Context: an optimization exercise on an open-source flow, tuned for small area and a short achievable clock period. The choices shown serve that exercise and are no tape-out recipe. Where RTL was checked, it was by simulation tests only, not by an equivalence proof against the original.

== job 2467 ==
==> flow/design.v (excerpt) <==
module ca_channel (
    input  wire        clk,
    input  wire        rst,         
    input  wire        start,       
    input  wire        upd,         
    input  wire [5:0]  prn,         
    input  wire [5:0]  noise_prn,   
    input  wire [1:0]  dsel,        
    input  wire [7:0]  moff,        
    input  wire [31:0] fc,          
    input  wire [31:0] fk,          
    input  wire        s_valid,
    input  wire [7:0]  s_i,
    input  wire [7:0]  s_q,
    output reg         dump_valid,
    output wire [31:0] ve_i, ve_q,
    output wire [31:0] e_i,  e_q,
    output wire [31:0] p_i,  p_q,
    output wire [31:0] l_i,  l_q,
    output wire [31:0] vl_i, vl_q,
    output wire [31:0] n_i,  n_q,
    output wire [31:0] m_i,  m_q,
    output wire [63:0] carr_phase,
    output wire [31:0] code_frac
);
    localparam signed [31:0] FC_MIN = -32'sd225443840;    
    localparam signed [31:0] FC_MAX = -32'sd224395264;    
    localparam        [31:0] FK_MIN = 32'd26816795;       
    localparam        [31:0] FK_MAX = 32'd26817867;       
    function [31:0] clamp_fc(input [31:0] w);
        if ($signed(w) < FC_MIN)      clamp_fc = FC_MIN;
        else if ($signed(w) > FC_MAX) clamp_fc = FC_MAX;
        else                          clamp_fc = w;
    endfunction
  ...
Size in the first run: ~7,300 cells after synthesis, about 1,300 flip-flops, ~650 I/O pins, about 0.074 mm2 of cells after synthesis.
Settings: LEC_CHECK=0, CAP_MARGIN=20, CORE_MARGIN=2, CORE_UTILIZATION=40, SLEW_MARGIN=20; clock period 10.0 ns.
run.sh (not shown) runs the stock make flow with config.mk's settings and CLKGATE_MAP_FILE= SYNTH_SCRIPT=/design/flow/synth_recipe.tcl, a recipe that flattens the netlist after the stock synthesis.
Job 2467 | stages: all done | timing, DRC, antenna: all pass
#### Input delta (job 1481 over job 2467)
# job 2467
export LEC_CHECK = 0
export CAP_MARGIN = 20
export CORE_MARGIN = 2
export CORE_UTILIZATION = 40
export SLEW_MARGIN = 20
create_clock -name core_clock -period 10.0 [get_ports {clk}]
# job 1481
export LEC_CHECK = 0
export ABC_CLOCK_PERIOD_IN_PS = 3000
export CAP_MARGIN = 20
export CORE_MARGIN = 2
export CORE_UTILIZATION = 55
export SETUP_SLACK_MARGIN = 5
export SLEW_MARGIN = 20
create_clock -name core_clock -period 10.0 [get_ports {clk}]
==> comparison <==
Final cell count, job 2467 and job 1481, higher one = job 2467.
Die: job 1481 smaller than job 2467
In the tables for job 2467 and job 1481, via count reads lower with job 2467.
Diff job 2467 -> job 1481 | site row count | down by more than 10%
Compared to job 2467, job 1481 shows a wider setup margin.
Of the two values seen for leading cell type in the layout, fill and taps excluded, clkdlybuf4s50_1 was produced by job 1481 and dfxtp_1 by job 2467.
Between job 2467 and job 1481, the difference in number of library cell types mapped by synthesis is negligible.
Between job 1481 and job 2467, it is job 1481 whose share of final layout cell area taken by non-clock buffers is higher, by 0.50 points.
Function was not checked in any run of this note: the RTL went through the layout flow alone.

* * *

lane 1:
Another version of the RTL of ca_channel (not shown whole).
For scale: roughly 6300 cells after synthesis, ~66000 µm² of cells after synthesis.
## ca_channel
module ca_channel (
    input  wire        clk,
    input  wire        rst,         
    input  wire        start,       
    input  wire        upd,         
    input  wire [5:0]  prn,         
    input  wire [5:0]  noise_prn,   
    input  wire [1:0]  dsel,        
    input  wire [7:0]  moff,        
    input  wire [31:0] fc,          
    input  wire [31:0] fk,          
    input  wire        s_valid,
    input  wire [7:0]  s_i,
    input  wire [7:0]  s_q,
    output reg         dump_valid,
    output wire [31:0] ve_i, ve_q,
    output wire [31:0] e_i,  e_q,
    output wire [31:0] p_i,  p_q,
    output wire [31:0] l_i,  l_q,
    output wire [31:0] vl_i, vl_q,
    output wire [31:0] n_i,  n_q,
    output wire [31:0] m_i,  m_q,
    output wire [63:0] carr_phase,
    output wire [31:0] code_frac
);
clock: 10.0 ns
lec_check: 0
cap_margin: 20
core_margin: 2
core_utilization: 55
slew_margin: 20
standard.sh (not shown) runs the stock make flow with config.mk's settings and CLKGATE_MAP_FILE= SYNTH_SCRIPT=/design/flow/synth_recipe.tcl, a recipe that flattens the netlist after the stock synthesis.
==> flow/flow/run.sh <==
#!/bin/bash
# Standard ORFS layout (the standard.sh), with timing repair aimed at a
# 3.5 ns period: the setup margin asks repair_timing for 6.5 ns of slack
# against the 10 ns clock. The SDC and everything else are unchanged.
set -euo pipefail
bash standard.sh SETUP_SLACK_MARGIN=6.5 finish > standard_make.log 2>&1
Lane 1: PASS, flow complete, no timing, DRC or antenna violations
Relative to lane 1, the following input files were edited for lane 2:
- SETUP_SLACK_MARGIN newly set to 5
==> flow/run.sh (new file) <==
#!/bin/bash
# synth_recipe.tcl (not shown) runs the flow's synth.tcl, then flattens the netlist and writes it again
# the make line also repeats each setting of config.mk as NAME=value (left out here)
make -C /OpenROAD-flow-scripts/flow DESIGN_CONFIG=/design/flow/config.mk WORK_HOME=/design/flow/orfs CLKGATE_MAP_FILE= SYNTH_SCRIPT=/design/flow/synth_recipe.tcl finish
removed: flow/flow/run.sh
removed: flow/standard.sh
==> comparison <==
- Lane 2 did not stop at any stage, and its layout met the timing, design-rule and antenna checks.
- Lane 2 ended with less global routing usage on met3 than lane 1.
- Of lane 2 and lane 1, lane 2 shows the lower number of resized instances in the post-cts repair step, with lane 1 above it.
- In lane 2, post-route non-filler standard cell count is lower than in lane 1.
- Lane 2: clock skew is 5.8 ps higher than what lane 1 reported.
- Relative to lane 1, the met2 layer wire length in the routed design measured on lane 2 has decreased by more than 10%.
- Run comparison: lane 2 critical-path cell with the highest stage delay sky130_fd_sc_hd__fa_1; lane 1 critical-path cell with the highest stage delay sky130_fd_sc_hd__o311a_1
- Utilization lane 1 -> lane 2: down
- Relative to lane 1, required time of the critical path has increased by 110 ps in lane 2.

-- what the ideal ports hide --
Ports are ideal in the flow. The routed layouts listed here were re-timed in OpenROAD. Step 1, drivers: a clkbuf_16 drives clk and a buf_2 each remaining input, both assumed. Step 2 times the ports against the registers' clock, not the clock port: input delays grow and output delays shrink by t, the midpoint of the rising clock arrivals with the driver on. Slacks: ideal / step 1 / step 2; pairs: ideal / step 1.
run	t (ns)	slack for setup (ns)	latest minus earliest clock arrival (ns)	worst slew at a driven data input, ns
job 2467	0.873	3.157 / 3.157 / 3.157	0.041 / 0.041	0.10
job 1481	0.852	5.132 / 5.132 / 4.376	0.029 / 0.030	0.17
lane 1	0.820	5.474 / 5.474 / 5.474	0.031 / 0.031	0.17
lane 2	0.805	5.173 / 5.173 / 4.560	0.035 / 0.034	0.08
After both steps every run listed still meets setup and hold. For job 1481, which loses most, drivers alone change the setup slack by 0.000 ns; drivers and shift together by -0.756 ns.
